This is an optimization exercise on Yosys and OpenROAD, whose aim is small area, not a production implementation.
The RTL was checked by simulation tests, not by an equivalence proof against the original design.
Power is estimated from default activity; no workload was simulated.

Design agdel_dat_rx, start of the top module:
module agdel_dat_rx (
    input  wire         clk,
    input  wire         rst,           
    input  wire [575:0] rx_data,       
    input  wire [71:0]  rx_check,      
    input  wire [1:0]   rx_frm0,       
    input  wire [1:0]   rx_frm1,       
    input  wire [8:0]   cnt_clr,       
    input  wire [3:0]   cnt_sel,       
    output reg          out_valid,     
    output reg          out_discard,   
    output reg          out_poison,    
    output reg          out_plane,     
    output reg          out_ce_frame,  
    output reg  [575:0] out_data,      
    output reg  [8:0]   out_ce,        
    output reg  [8:0]   out_uc,        
    output reg  [62:0]  out_ce_where,  
    output wire [15:0]  cnt_rd         
);
Size: ~810 flip-flops, about 1300 I/O pins, roughly 0.043 sq mm of cells after synthesis.
Settings: LEC_CHECK=0, CAP_MARGIN=0, CORE_MARGIN=2, CORE_UTILIZATION=30, GPL_TIMING_DRIVEN=0, SETUP_SLACK_MARGIN=0.1, SLEW_MARGIN=0, SYNTH_HIERARCHICAL=1; clock period 7.0 ns.
standard.sh (not shown) runs the stock make flow with config.mk's settings and CLKGATE_MAP_FILE= SYNTH_SCRIPT=/design/flow/synth_recipe.tcl, a recipe that flattens the netlist after the stock synthesis.
==> flow/flow/run.sh <==
#!/bin/bash
# Standard layout, except: the port buffers are the smallest buffer cell (buf_1) instead of
# the one buffer_ports picks by default, and clock tree synthesis uses small clock buffers
# (clkbuf_8, clusters of up to 16 flip-flops) without dummy loads. ORFS keeps each step's log under orfs/logs/;
# make's output goes to flow_make.log.
set -euo pipefail
export BUFFER_PORTS_ARGS="-buffer_cell sky130_fd_sc_hd__buf_1"
export CTS_ARGS="-sink_clustering_enable -repair_clock_nets -dont_use_dummy_load -sink_clustering_size 16 -sink_clustering_max_diameter 50 -buf_list {sky130_fd_sc_hd__clkbuf_8}"
bash standard.sh > flow_make.log 2>&1
Rerun with:
==> flow/flow/run.sh (replaced) <==
#!/bin/bash
# Standard layout, except: the port buffers are the smallest buffer cell (buf_1) instead of
# the one buffer_ports picks by default, and clock tree synthesis uses small clock buffers
# (clkbuf_8, clusters of up to 20 flip-flops) without dummy loads. ORFS keeps each step's log under orfs/logs/;
# make's output goes to flow_make.log.
set -euo pipefail
export BUFFER_PORTS_ARGS="-buffer_cell sky130_fd_sc_hd__buf_1"
export CTS_ARGS="-sink_clustering_enable -repair_clock_nets -dont_use_dummy_load -sink_clustering_size 20 -sink_clustering_max_diameter 60 -buf_list {sky130_fd_sc_hd__clkbuf_8}"
bash standard.sh > flow_make.log 2>&1
The new run produced a clean layout.
Via count is about the same.
Final cell count came out lower by 0.40%.
Routed wire length barely changes.
Clock skew came out higher by 0.0061 ns.
Clock power came out lower by about 6%.
Total power came out lower by 0.70%.
Worst setup slack gains 0.12 ns.
Critical path depth is unchanged.
Sequential share of layout area came out higher by 0.15 points.
Rerun with:
==> flow/flow/run.sh (replaced) <==
#!/bin/bash
# Standard layout, except: the port buffers are the smallest buffer cell (buf_1) instead of
# the one buffer_ports picks by default, and clock tree synthesis uses small clock buffers
# (clkbuf_2, clkbuf_4) without dummy loads. ORFS keeps each step's log under orfs/logs/;
# make's output goes to flow_make.log.
set -euo pipefail
export BUFFER_PORTS_ARGS="-buffer_cell sky130_fd_sc_hd__buf_1"
export CTS_ARGS="-sink_clustering_enable -repair_clock_nets -dont_use_dummy_load -sink_clustering_size 20 -buf_list {sky130_fd_sc_hd__clkbuf_2 sky130_fd_sc_hd__clkbuf_4}"
bash standard.sh > flow_make.log 2>&1
Effect:
- The new run finished with timing, DRC and antenna clean
- cell area drops slightly
- register-to-register slack is worse by 0.06 ns
- area after synthesis does not change
- count of clock-buffer cells in the layout rose by 128
- combinational power is lower by a few percent
- power fell slightly
- via count went up slightly
- setup slack gets worse by 0.14 ns
- hold slack degrades by 0.10 ns
- clock skew rises by 0.091 ns

* * *

job 101:
agdel_dat_rx, a different RTL version from the one above (not shown whole).
Size: roughly 5400 cells after synthesis, ~44000 um^2 of cells after synthesis.
Design agdel_dat_rx, start of the top module:
module agdel_dat_rx (
    input  wire         clk,
    input  wire         rst,           
    input  wire [575:0] rx_data,       
    input  wire [71:0]  rx_check,      
    input  wire [1:0]   rx_frm0,       
    input  wire [1:0]   rx_frm1,       
    input  wire [8:0]   cnt_clr,       
    input  wire [3:0]   cnt_sel,       
    output reg          out_valid,     
    output reg          out_discard,   
    output reg          out_poison,    
    output reg          out_plane,     
    output reg          out_ce_frame,  
    output reg  [575:0] out_data,      
    output reg  [8:0]   out_ce,        
    output reg  [8:0]   out_uc,        
    output reg  [62:0]  out_ce_where,  
    output wire [15:0]  cnt_rd         
);
export LEC_CHECK = 0
export CAP_MARGIN = 0
export CORE_MARGIN = 2
export CORE_UTILIZATION = 30
export SLEW_MARGIN = 0
export SYNTH_HIERARCHICAL = 1
create_clock -name core_clock -period 7.0 [get_ports {clk}]
==> flow/flow/run.sh <==
#!/bin/bash
# Standard layout, except: the port buffers are the smallest buffer cell (buf_1) instead of
# the one buffer_ports picks by default, and clock tree synthesis uses small clock buffers
# without dummy loads. ORFS keeps each step's log under orfs/logs/; make's output goes to
# flow_make.log.
set -euo pipefail
export BUFFER_PORTS_ARGS="-buffer_cell sky130_fd_sc_hd__buf_1"
export CTS_ARGS="-sink_clustering_enable -repair_clock_nets -dont_use_dummy_load -buf_list {sky130_fd_sc_hd__clkbuf_4 sky130_fd_sc_hd__clkbuf_8}"
bash standard.sh > flow_make.log 2>&1
Changes in job 102 relative to job 101:
Settings: changing CORE_UTILIZATION from 30 to 50.
Notes after the runs:
The final reports for job 102 and job 101 show number of placement rows lower in the former. From job 102 to job 101, number of enable flip-flop cells after synthesis did not move at all. Summary across job 101 and job 102: the single failing run is job 102. Min y dimension of the die across job 101 and job 102: job 102. As far as sequential element share of the synthesized area is concerned, job 101 and job 102 perform about the same. Comparing job 102 against job 101, there is no change at all in simple-gate share of the synthesized area.
[inputs] job 103 vs job 102
Settings: CORE_UTILIZATION now 45, was 50.
==> flow/flow/run.sh <==
#!/bin/bash
# Standard layout, except: the port buffers are the smallest buffer cell (buf_1) instead of
# the one buffer_ports picks by default; pins may sit one routing track apart, so the die can
# be smaller; and clock tree synthesis uses small clock buffers without dummy loads.
# ORFS keeps each step's log under orfs/logs/; make's output goes to flow_make.log.
set -euo pipefail
export BUFFER_PORTS_ARGS="-buffer_cell sky130_fd_sc_hd__buf_1"
export PLACE_PINS_ARGS="-min_distance 1 -min_distance_in_tracks"
export CTS_ARGS="-sink_clustering_enable -repair_clock_nets -dont_use_dummy_load -sink_clustering_size 20 -buf_list {sky130_fd_sc_hd__clkbuf_2 sky130_fd_sc_hd__clkbuf_4}"
bash standard.sh > flow_make.log 2>&1
### Flow results
Comparing job 102 against job 103, there is no change at all in synthesized area. Comparing job 103 against job 102, there is no change at all in parity-gate share of the synthesized area counting xor and xnor cells. Sequential element share of the synthesized area: job 103 vs job 102 identical. Synthesized netlist cell count: job 102 vs job 103 identical. Comparing job 102 against job 103, there is no change at all in synthesized net count. Overall die height: job 102 and job 103 compared, lower one is job 102. Taking job 102 as the reference, in job 103 row count increased about 5.5%, complex-gate fraction of the synthesized area flat. Job 103 has width of the die above what job 102 had. Out of job 102 and job 103, the only run to close with the timing, design-rule and antenna checks passing was job 103. Job 103 vs job 102, starting utilization of the core area went down by 5.1 points.

* * *

oak:
agdel_dat_rx, a different RTL version from the one above (not shown whole).
For scale: about 5100 cells after synthesis, about 1300 I/O pins, about 0.043 sq mm of cells after synthesis.
==> flow/design.v (excerpt) <==
module agdel_dat_rx (
    input  wire         clk,
    input  wire         rst,           
    input  wire [575:0] rx_data,       
    input  wire [71:0]  rx_check,      
    input  wire [1:0]   rx_frm0,       
    input  wire [1:0]   rx_frm1,       
    input  wire [8:0]   cnt_clr,       
    input  wire [3:0]   cnt_sel,       
    output reg          out_valid,     
    output reg          out_discard,   
    output reg          out_poison,    
    output reg          out_plane,     
    output reg          out_ce_frame,  
    output reg  [575:0] out_data,      
    output reg  [8:0]   out_ce,        
    output reg  [8:0]   out_uc,        
    output reg  [62:0]  out_ce_where,  
    output wire [15:0]  cnt_rd         
);
==> flow/config.mk <==
export PLATFORM = sky130hd
export DESIGN_NAME = agdel_dat_rx
export DESIGN_NICKNAME = agdel_dat_rx
export VERILOG_FILES = /design/flow/design.v
export SDC_FILE = /design/flow/constraint.sdc
export NUM_CORES = 4
export LEC_CHECK = 0
export CAP_MARGIN = 0
export CORE_MARGIN = 2
export CORE_UTILIZATION = 40
export GPL_TIMING_DRIVEN = 0
export SLEW_MARGIN = 0
export SYNTH_HIERARCHICAL = 1
==> flow/constraint.sdc <==
create_clock -name core_clock -period 7.0 [get_ports {clk}]
set_input_delay 1.4000 -clock core_clock [delete_from_list [all_inputs] [get_ports {clk}]]
set_output_delay 1.4000 -clock core_clock [all_outputs]
set_load 0.01 [all_outputs]
==> flow/flow/run.sh <==
#!/bin/bash
# Standard layout, except: the port buffers are the smallest buffer cell (buf_1) instead of
# the one buffer_ports picks by default; pins may sit one routing track apart, so the die can
# be smaller; and clock tree synthesis uses small clock buffers without dummy loads.
# ORFS keeps each step's log under orfs/logs/; make's output goes to flow_make.log.
set -euo pipefail
export BUFFER_PORTS_ARGS="-buffer_cell sky130_fd_sc_hd__buf_1"
export PLACE_PINS_ARGS="-min_distance 1 -min_distance_in_tracks"
export CTS_ARGS="-sink_clustering_enable -repair_clock_nets -dont_use_dummy_load -sink_clustering_size 20 -buf_list {sky130_fd_sc_hd__clkbuf_2 sky130_fd_sc_hd__clkbuf_4}"
bash standard.sh > flow_make.log 2>&1
oak did not finish: a tool error stopped it during global routing.
Input changes introduced in pine (baseline for comparison: oak):
Settings: CORE_UTILIZATION: 40 -> 45.
Findings:
pine terminated abnormally: global routing reported GRT-0116. Routability congestion estimate is lower on pine. pine: number of placed instances, taps included 126 below oak. Looking at number of buffers created by CTS across pine and oak, the one that comes out lower is oak.
The inputs of birch differ from those of pine as listed below.
-- flow/flow/run.sh --
<<< pine, line 8
export PLACE_PINS_ARGS="-min_distance 1 -min_distance_in_tracks"
export CTS_ARGS="-sink_clustering_enable -repair_clock_nets -dont_use_dummy_load -sink_clustering_size 20 -buf_list {sky130_fd_sc_hd__clkbuf_2 sky130_fd_sc_hd__clkbuf_4}"
bash standard.sh > flow_make.log 2>&1
>>> birch, line 8
export PLACE_PINS_ARGS="-min_distance 1 -min_distance_in_tracks"
export CTS_ARGS="-sink_clustering_enable -repair_clock_nets -dont_use_dummy_load -sink_clustering_size 30 -sink_clustering_max_diameter 60 -buf_list {sky130_fd_sc_hd__clkbuf_4}"
bash standard.sh > flow_make.log 2>&1
[summary]
What ended birch was a tool error in global routing; the run never finished.
Taking pine as the reference, in birch level count of the clock H-tree moved down; effective utilization at floorplan ~0 delta.
birch vs. pine: complex-gate fraction of the synthesized area held steady, post-CTS resize count climbed about 37%, number of buffers added by the clock tree synthesis step fell 136, post-CTS setup buffer count now sits higher.
pine and birch ended up with nearly the same area after synthesis.

[static timing again, ports no longer ideal]
No port has a modelled driver above. Below, the same layouts with a new extraction and two added sets of constraints. Step 1, drivers: a clkbuf_16 drives clk and a buf_2 each remaining input, both assumed. Step 2 times the ports against the registers' clock, not the clock port: input delays grow and output delays shrink by t, the midpoint of the rising clock arrivals with the driver on. Three values: ideal ports, drivers, drivers and shift; two values: the first two.
run | shift t [ns] | slack for setup (ns) | worst register clock-pin slew, ns
the first run of note 1 | 0.867 | 0.291 / 0.113 / -0.754 | 0.10 / 0.10
the second run of note 1 | 0.881 | 0.410 / 0.245 / -0.636 | 0.12 / 0.12
the third run of note 1 | 1.228 | 0.271 / 0.259 / -0.970 | 0.08 / 0.08
job 101 | 0.908 | 0.833 / 0.852 / -0.056 | 0.07 / 0.07
job 103 | 1.149 | 1.183 / 1.216 / 0.068 | 0.07 / 0.07
With both steps, setup timing fails in the first run of note 1, the second run of note 1, the third run of note 1 and job 101, where it was met with ideal ports. For the third run of note 1, which loses most, drivers alone change the setup slack by -0.012 ns; drivers and shift together by -1.241 ns.
